Context: an optimization exercise on an open-source flow, tuned for small area, a short achievable clock period and few clock cycles per item. The choices shown serve that exercise and are no tape-out recipe.
RTL that was checked went through simulation tests only; none was proved equivalent to the original.
No activity file was given, so power comes from the tool's default toggle rates.

== rev 12 ==
==> flow/design.v (excerpt) <==
module aligned_sum16 (
    input  wire        clk,
    input  wire        rst,           
    input  wire        in_valid,
    output wire        in_ready,
    input  wire [31:0] in_a,
    input  wire [31:0] in_b,
    output reg         out_valid,
    output reg  [31:0] out_result,
    output reg  [5:0]  out_flush,     
    output reg  [4:0]  out_inf        
);
    localparam [31:0] CANON_NAN = 32'h7fc0_0000;
    reg  [3:0]  cnt;                  
    reg  [15:0] rsv;                  
    reg         rsv_clr;              
    reg         rdy;                  
    wire        acc_in  = in_valid & in_ready;
    wire        in_last = (cnt == 4'd15);
    assign in_ready = rdy;
    always @(posedge clk) begin
        if (rst) begin
            cnt     <= 4'd0;
            rsv     <= 16'd0;
            rsv_clr <= 1'b0;
            rdy     <= 1'b1;
        end else begin
            if (acc_in) cnt <= cnt + 4'd1;
            rsv_clr <= acc_in & in_last;
            rdy     <= ~(rsv[4] & ~rsv_clr) | (acc_in & in_last);
            rsv <= {rsv[0] & ~rsv_clr, rsv[15:4] & {12{~rsv_clr}}, (rsv[3] & ~rsv_clr) | acc_in,
                    rsv[2:1] & {2{~rsv_clr}}};
        end
    end
    reg        s0_v, s0_first, s0_last;
    reg [31:0] s0_a;
    reg [31:23] s0_b;                 
    reg        s0_bfz;                
    reg [11:0] s0_one, s0_two, s0_neg;    
    wire [24:0] bb = {1'b1, in_b[22:0], 1'b0};
    reg  [11:0] d_one, d_two, d_neg;
    integer g;
    always @(*) begin
        for (g = 0; g < 12; g = g + 1) begin
            d_one[g] = bb[2*g+1] ^ bb[2*g];
            d_two[g] = (bb[2*g+2] & ~bb[2*g+1] & ~bb[2*g]) | (~bb[2*g+2] & bb[2*g+1] & bb[2*g]);
            d_neg[g] = bb[2*g+2];
        end
    end
    always @(posedge clk) begin
        s0_a <= in_a;
        s0_b <= in_b[31:23];
        s0_bfz <= (in_b[22:0] == 23'd0);
        s0_one <= d_one;
        s0_two <= d_two;
        s0_neg <= d_neg;
        s0_first <= (cnt == 4'd0);
        s0_last  <= in_last;
        s0_v     <= acc_in & ~rst;
    end
    wire [7:0] a_ex   = s0_a[30:23];
    wire [7:0] b_ex   = s0_b[30:23];
    wire       a_fz   = (s0_a[22:0] == 23'd0);
    wire       b_fz   = s0_bfz;
    wire       a_max  = (a_ex == 8'hff);
    wire       b_max  = (b_ex == 8'hff);
    wire       a_zero = (a_ex == 8'h00);              
    wire       b_zero = (b_ex == 8'h00);
  ...
clock: 14.0 ns
lec_check: 0
abc_area: 1
cap_margin: 20
core_margin: 2
core_utilization: 60
setup_slack_margin: 5
slew_margin: 20
standard.sh (not shown) runs the stock make flow with config.mk's settings and CLKGATE_MAP_FILE= SYNTH_SCRIPT=/design/flow/synth_recipe.tcl, a recipe that flattens the netlist after the stock synthesis.
==> flow/flow/run.sh <==
#!/bin/bash
# The standard layout (standard.sh: ORFS from synthesis to the final layout) with three
# changes to how the layout is made; the SDC, the clock period and the steps are the standard
# ones:
#  - the clock tree uses larger sink clusters and no dummy loads, which saves clock buffers;
#  - every input and output port still gets its own buffer, but a plain buf_1 instead of the
#    larger delay buffer ORFS picks by default (the repair may still resize it).
# ORFS writes each step's full log under orfs/logs/; make's own output goes to flow_standard.log.
set -euo pipefail
bash standard.sh \
  SETUP_SLACK_MARGIN=10.2 \
  "CTS_ARGS=-sink_clustering_enable -repair_clock_nets -dont_use_dummy_load -sink_clustering_size 25 -sink_clustering_max_diameter 80" \
  "BUFFER_PORTS_ARGS=-buffer_cell sky130_fd_sc_hd__buf_1" \
  finish > flow_standard.log 2>&1
Testbench counts of rev 12, summed over its fixed seeds: cycles 5,313, sums 320.
#### Input delta (rev 13 over rev 12)
diff --git a/flow/design.v b/flow/design.v
--- a/flow/design.v
+++ b/flow/design.v
@@ -4,15 +4,15 @@
     input  wire        in_valid,
     output wire        in_ready,
     input  wire [31:0] in_a,
     input  wire [31:0] in_b,
     output reg         out_valid,
     output reg  [31:0] out_result,
     output reg  [5:0]  out_flush,     
-    output reg  [4:0]  out_inf        
+    output wire [4:0]  out_inf        
 );
     localparam [31:0] CANON_NAN = 32'h7fc0_0000;
     reg  [3:0]  cnt;                  
     reg  [15:0] rsv;                  
     reg         rsv_clr;              
     reg         rdy;                  
     wire        acc_in  = in_valid & in_ready;
@@ -233,14 +233,15 @@
             r_nz      <= k_nz;
             r_negz    <= k_negz;
             r_e       <= k_e;
             r_flush   <= k_flush;
             r_inf_cnt <= k_inf_cnt;
         end
     end
+    assign out_inf = r_inf_cnt;
     wire [30:0] mag = acc[31] ? (~acc[30:0] + 31'd1) : acc[30:0];
     reg        u1_busy, u1_neg, u1_zero;
     reg [30:0] u1_mag;
     reg [4:0]  u1_lz;                 
     wire       u1_v = u1_busy & (u1_mag[30] | u1_zero);    
     wire       u1_by4 = (u1_mag[30:27] == 4'd0);
     always @(posedge clk) begin
@@ -263,15 +264,14 @@
     wire [24:0] qr     = {1'b0, nrm[30:7]} + {24'd0, rnd_up};
     wire [8:0]  top0   = r_e + 9'd4 - {4'd0, u1_lz};
     wire        over   = cy ? (top0 > 9'd405) : (top0 > 9'd406);
     wire        tiny   = cy ? (top0 < 9'd152) : (top0 < 9'd153);
     wire [7:0]  bexp   = cy ? (top0[7:0] - 8'd151) : (top0[7:0] - 8'd152);
     always @(posedge clk) begin
         out_valid <= u1_v & ~rst;
-        out_inf   <= r_inf_cnt;
         out_flush <= r_flush;
         if (r_nan)
             out_result <= CANON_NAN;
         else if (r_inf)
             out_result <= {r_infn, 8'hff, 23'd0};
         else if (!r_nz)
             out_result <= {r_negz, 31'd0};
- dfxtp_2 as the cell type of the slowest stage on the worst timing path was reported by rev 12, and edfxtp_1 by rev 13.
- Footprint of the multi-input gates delta (rev 13 -> rev 12): insignificant
- Re relative area change from synthesis to final layout: rev 13 is 0.34 points down on rev 12.
- Delta (rev 13 minus rev 12): sequential cell count lost 5, average vias per placed instance lost about 0.8%, final critical-path share of the clock period picked up an extra 0.50 points.
- Compared with rev 12, filler-free cell count of the finished design in rev 13 decreased slightly.
- Rev 13 vs rev 12: hold slack down in rev 13
- Share of final-layout standard cells stronger than drive strength 1 on rev 13 is down relative to rev 12.
- Diff rev 12 -> rev 13 | cell area | down slightly
- ~same power in rev 13 and rev 12
- STATUS worst-case setup slack after placement: rev 13 loses against rev 12
For rev 13, only the layout was checked, not whether the RTL still works.

* * *

job 3096:
RTL: one of the versions met above, not the one the previous note started from.
Size: about 5000 cells after synthesis, roughly 110 I/O pins, ~48000 um2 of cells after synthesis.
Settings: LEC_CHECK=0, ABC_AREA=1, CAP_MARGIN=20, CORE_MARGIN=2, CORE_UTILIZATION=60, SETUP_SLACK_MARGIN=5, SLEW_MARGIN=20; clock period 14.0 ns.
==> flow/flow/run.sh <==
#!/bin/bash
# The standard layout (standard.sh: ORFS from synthesis to the final layout) with three
# changes to how the layout is made; the SDC, the clock period and the steps are the standard
# ones:
#  - the clock tree uses larger sink clusters and no dummy loads, which saves clock buffers;
#  - every input and output port still gets its own buffer, but a plain buf_1 instead of the
#    larger delay buffer ORFS picks by default (the repair may still resize it).
# ORFS writes each step's full log under orfs/logs/; make's own output goes to flow_standard.log.
set -euo pipefail
bash standard.sh \
  SETUP_SLACK_MARGIN=10 \
  "CTS_ARGS=-sink_clustering_enable -repair_clock_nets -dont_use_dummy_load -sink_clustering_size 25 -sink_clustering_max_diameter 80" \
  "BUFFER_PORTS_ARGS=-buffer_cell sky130_fd_sc_hd__buf_1" \
  finish > flow_standard.log 2>&1
For job 2511, these inputs were changed with respect to job 3096:
--- a/flow/design.v
+++ b/flow/design.v
@@ -146,33 +146,34 @@
             ring[k] <= ring[k + 1];
         ring[15] <= s2_v ? {s2_sign, w_code, w_m} : ring[0];
     end
     reg        f_nan, f_infp, f_infn, f_nz, f_negz;
     reg [8:0]  f_e;
     reg [5:0]  f_flush;
     reg [4:0]  f_inf;
-    wire       w_first = s2_v & s2_first;
-    wire       n_nan   = (w_first ? 1'b0 : f_nan)  | (s2_v & s2_nan);
-    wire       n_infp  = (w_first ? 1'b0 : f_infp) | (s2_v & w_infp);
-    wire       n_infn  = (w_first ? 1'b0 : f_infn) | (s2_v & w_infn);
-    wire       n_nz    = (w_first ? 1'b0 : f_nz)   | (s2_v & w_keep);
-    wire       n_negz  = (w_first ? 1'b1 : f_negz) & (~s2_v | s2_negz);
+    wire       n_nan   = (s2_first ? 1'b0 : f_nan)  | s2_nan;
+    wire       n_infp  = (s2_first ? 1'b0 : f_infp) | w_infp;
+    wire       n_infn  = (s2_first ? 1'b0 : f_infn) | w_infn;
+    wire       n_nz    = (s2_first ? 1'b0 : f_nz)   | w_keep;
+    wire       n_negz  = (s2_first ? 1'b1 : f_negz) & s2_negz;
     wire       w_gt    = w_keep & (w_hi ? (s2_c0 >= f_e) : (s2_c0 > f_e));
-    wire [8:0] n_e     = (w_first || (s2_v && w_gt)) ? w_code : f_e;
-    wire [5:0] n_flush = (w_first ? 6'd0 : f_flush) + {4'd0, s2_sub & {2{s2_v}}};
-    wire [4:0] n_inf   = (w_first ? 5'd0 : f_inf) + {4'd0, s2_v & w_ovf};
-    always @(posedge clk) begin
-        f_nan   <= n_nan;
-        f_infp  <= n_infp;
-        f_infn  <= n_infn;
-        f_nz    <= n_nz;
-        f_negz  <= n_negz;
-        f_e     <= n_e;
-        f_flush <= n_flush;
-        f_inf   <= n_inf;
+    wire [8:0] n_e     = (s2_first || w_gt) ? w_code : f_e;
+    wire [5:0] n_flush = (s2_first ? 6'd0 : f_flush) + {4'd0, s2_sub};
+    wire [4:0] n_inf   = (s2_first ? 5'd0 : f_inf) + {4'd0, w_ovf};
+    always @(posedge clk) begin
+        if (s2_v) begin
+            f_nan   <= n_nan;
+            f_infp  <= n_infp;
+            f_infn  <= n_infn;
+            f_nz    <= n_nz;
+            f_negz  <= n_negz;
+            f_e     <= n_e;
+            f_flush <= n_flush;
+            f_inf   <= n_inf;
+        end
     end
     reg        k_nan, k_inf, k_infn, k_nz, k_negz;
     reg [8:0]  k_e;
     reg [5:0]  k_flush;
     reg [4:0]  k_inf_cnt;
     reg        k_act;
     reg [3:0]  k_cnt;
@@ -214,15 +215,15 @@
     end
     reg  [31:0] acc;                  
     reg         acc_done;
     wire [31:0] acc_base = c1_first ? 32'd0 : acc;
     wire [31:0] acc_add  = {{5{c1_sign}}, c1_m};
     wire [32:0] acc_sum  = {acc_base, 1'b1} + {acc_add, c1_sign};    
     always @(posedge clk) begin
-        acc <= acc_sum[32:1];       
+        if (c1_v) acc <= acc_sum[32:1];
         acc_done <= c1_v & c1_last & ~rst;
     end
     reg        r_nan, r_inf, r_infn, r_nz, r_negz;
     reg [8:0]  r_e;
     reg [5:0]  r_flush;
     reg [4:0]  r_inf_cnt;
     always @(posedge clk) begin
@@ -239,22 +240,29 @@
     end
     assign out_inf = r_inf_cnt;
     wire [30:0] mag = acc[31] ? (~acc[30:0] + 31'd1) : acc[30:0];
     reg        u1_busy, u1_neg, u1_zero;
     reg [30:0] u1_mag;
     reg [4:0]  u1_lz;                 
     wire       u1_v = u1_busy & (u1_mag[30] | u1_zero);    
-    wire       u1_by4 = (u1_mag[30:27] == 4'd0);
     always @(posedge clk) begin
         if (acc_done) begin
             u1_neg  <= acc[31];
             u1_zero <= (acc == 32'd0);
+            u1_mag  <= mag;
+            u1_lz   <= 5'd0;
+        end else if (u1_busy && !u1_v) begin
+            if (u1_mag[30:27] == 4'd0) begin
+                u1_mag <= {u1_mag[26:0], 4'd0};
+                u1_lz  <= u1_lz + 5'd4;
+            end else begin
+                u1_mag <= {u1_mag[29:0], 1'b0};
+                u1_lz  <= u1_lz + 5'd1;
+            end
         end
-        u1_mag <= acc_done ? mag : (u1_by4 ? {u1_mag[26:0], 4'd0} : {u1_mag[29:0], 1'b0});
-        u1_lz  <= acc_done ? 5'd0 : (u1_lz + (u1_by4 ? 5'd4 : 5'd1));
         if (rst)
             u1_busy <= 1'b0;
         else if (acc_done)
             u1_busy <= 1'b1;
         else if (u1_v)
             u1_busy <= 1'b0;
     end
### Flow results
Looking at job 2511 and job 3096, the area fraction of clock buffers and clock inverters is a wash.
The final reports for job 2511 and job 3096 show fraction of the mapped netlist area in adder cells lower in the former.
In job 2511, via count is lower than in job 3096.
Job 2511 reports its startpoint of the most critical setup path as out_result[11]$_SDFF_PP0_ while job 3096 reports s0_neg[6]$_DFF_P_.
[compare] base=job 3096 new=job 2511: required time of the critical path has decreased; synthesized net count has decreased; design area has increased.
The higher setup slack of the critical path after layout came out of job 2511.
Looking at type of the setup path with the least slack, the reg2out result is from job 2511; the reg2reg one comes from job 3096.
Summary of job 2511 over job 3096: met3 routed wirelength +about 1.8%, met1 capacity usage during global routing ~0 delta, maximum vdd drop -about 1.1%, synthesized instance count -114.
Testbench counts of job 2511, summed over its fixed seeds: cycles 5,313, sums 320.
No functional check of the RTL was part of job 3096.

* * *

aligned_sum16, a different RTL version from the one above (not shown whole).
Size: ~4500 cells after synthesis, ~1200 flip-flops, ~110 I/O pins.
export LEC_CHECK = 0
export CAP_MARGIN = 20
export CORE_MARGIN = 2
export CORE_UTILIZATION = 60
export SETUP_SLACK_MARGIN = 5
export SLEW_MARGIN = 20
create_clock -name core_clock -period 14.0 [get_ports {clk}]
==> flow/flow/run.sh <==
#!/bin/bash
# The standard layout (standard.sh: ORFS from synthesis to the final layout) with two
# changes to how the layout is made; the SDC, the clock period and the steps are the standard
# ones:
#  - the clock tree uses larger sink clusters and no dummy loads, which saves clock buffers.
# ORFS writes each step's full log under orfs/logs/; make's own output goes to flow_standard.log.
set -euo pipefail
bash standard.sh \
  SETUP_SLACK_MARGIN=10 \
  "CTS_ARGS=-sink_clustering_enable -repair_clock_nets -dont_use_dummy_load -sink_clustering_size 25 -sink_clustering_max_diameter 80" \
  finish > flow_standard.log 2>&1
Testbench counts at the start, summed over its fixed seeds: cycles 5,312, sums 320.
Edit:
--- a/flow/design.v
+++ b/flow/design.v
@@ -236,53 +236,42 @@
     reg [4:0]  u1_lz;
     always @(posedge clk) begin
         u1_v    <= acc_done & ~rst;
         u1_neg  <= acc[31];
         u1_mag  <= mag;
         u1_lz   <= lz;
         u1_zero <= (acc == 32'd0);
     end
-    wire [30:0] nrm = u1_mag << u1_lz;
+    wire [30:0] nrm    = u1_mag << u1_lz;
     wire        rnd_up = nrm[6] & ((|nrm[5:0]) | nrm[7]);
-    reg        u2_v, u2_neg, u2_zero, u2_up, u2_cy;
-    reg [23:0] u2_q;
-    reg [4:0]  u2_lz;
+    wire        cy     = rnd_up & (&nrm[30:7]);           
+    wire [24:0] qr     = {1'b0, nrm[30:7]} + {24'd0, rnd_up};
+    wire [8:0]  top0   = r_e + 9'd4 - {4'd0, u1_lz};
+    wire        over   = cy ? (top0 > 9'd405) : (top0 > 9'd406);
+    wire        tiny   = cy ? (top0 < 9'd152) : (top0 < 9'd153);
+    wire [7:0]  bexp   = cy ? (top0[7:0] - 8'd151) : (top0[7:0] - 8'd152);
     always @(posedge clk) begin
-        u2_v     <= u1_v & ~rst;
-        u2_neg   <= u1_neg;
-        u2_zero  <= u1_zero;
-        u2_up    <= rnd_up;
-        u2_cy    <= rnd_up & (&nrm[30:7]);
-        u2_q     <= nrm[30:7];
-        u2_lz    <= u1_lz;
-    end
-    wire [24:0] qr    = {1'b0, u2_q} + {24'd0, u2_up};
-    wire [9:0]  top   = {1'b0, r_e} + 10'd4 - {5'd0, u2_lz} + {9'd0, u2_cy};
-    wire        over  = top > 10'd406;
-    wire        tiny  = top < 10'd153;
-    wire [7:0]  bexp  = top[7:0] - 8'd152;
-    always @(posedge clk) begin
-        out_valid <= u2_v & ~rst;
+        out_valid <= u1_v & ~rst;
         out_flush <= r_flush;
         if (r_nan)
             out_result <= CANON_NAN;
         else if (r_inf)
             out_result <= {r_infn, 8'hff, 23'd0};
         else if (!r_nz)
             out_result <= {r_negz, 31'd0};
-        else if (u2_zero)
+        else if (u1_zero)
             out_result <= 32'd0;
         else if (over)
-            out_result <= {u2_neg, 8'hff, 23'd0};
+            out_result <= {u1_neg, 8'hff, 23'd0};
         else if (tiny) begin
-            out_result <= {u2_neg, 31'd0};
+            out_result <= {u1_neg, 31'd0};
             out_flush  <= r_flush + 6'd1;
         end else
-            out_result <= {u2_neg, bexp, qr[22:0]};
+            out_result <= {u1_neg, bexp, qr[22:0]};
     end
 endmodule
 module mul_tree_a (
     input  wire [22:0] fa,
     input  wire [22:0] fb,
     output wire [47:0] r0,
     output wire [47:0] r1,
     output wire [47:0] r2,
Effect:
- worst hold slack gets worse by 0.011 ns
- clock-buffer cell count drops by 2
- sequential share of layout area drops by 1.0 points
- final cell count drops by 0.87%
- routed wire length climbs by 0.87%
- flip-flop and latch count drops by 33
- clock skew climbs by 0.024 ns
- first-iteration DRC count climbs by 2.2%
- cell area stays flat
- maximum frequency drops by 0.72%
No functional check of the RTL was part of the second run of this note.

[static timing again, ports no longer ideal]
In the flow no input, the clock included, has a driving cell. The finished layouts below were timed again as built, in two steps. Step 1 sets driving cells, clkbuf_16 on the clock port and buf_2 on the other inputs (assumed; they add their load-dependent delay and slew). Step 2 adds t to the input delays and takes it off the output delays; t is the mean of the earliest and latest rising clock arrival at the registers after step 1. Input paths then give back, and output paths get back, about the clock's delay inside the block. Slacks: ideal / step 1 / step 2; pairs: ideal / step 1.
run	t (ns)	slack for setup (ns)	worst slew at a driven data input, ns
rev 12	0.692	10.125 / 10.059 / 10.029	0.07
rev 13	0.695	10.056 / 9.988 / 10.043	0.05
job 3096	0.694	9.989 / 9.988 / 9.989	0.05
job 2511	0.697	10.049 / 9.983 / 10.065	0.06
the first run of note 3	0.717	10.032 / 9.966 / 9.530	0.05
the second run of note 3	0.696	10.003 / 9.979 / 9.581	0.05
After both steps setup and hold are still met in every run listed. For the first run of note 3, which loses most, drivers alone change the setup slack by -0.066 ns; drivers and shift together by -0.502 ns.
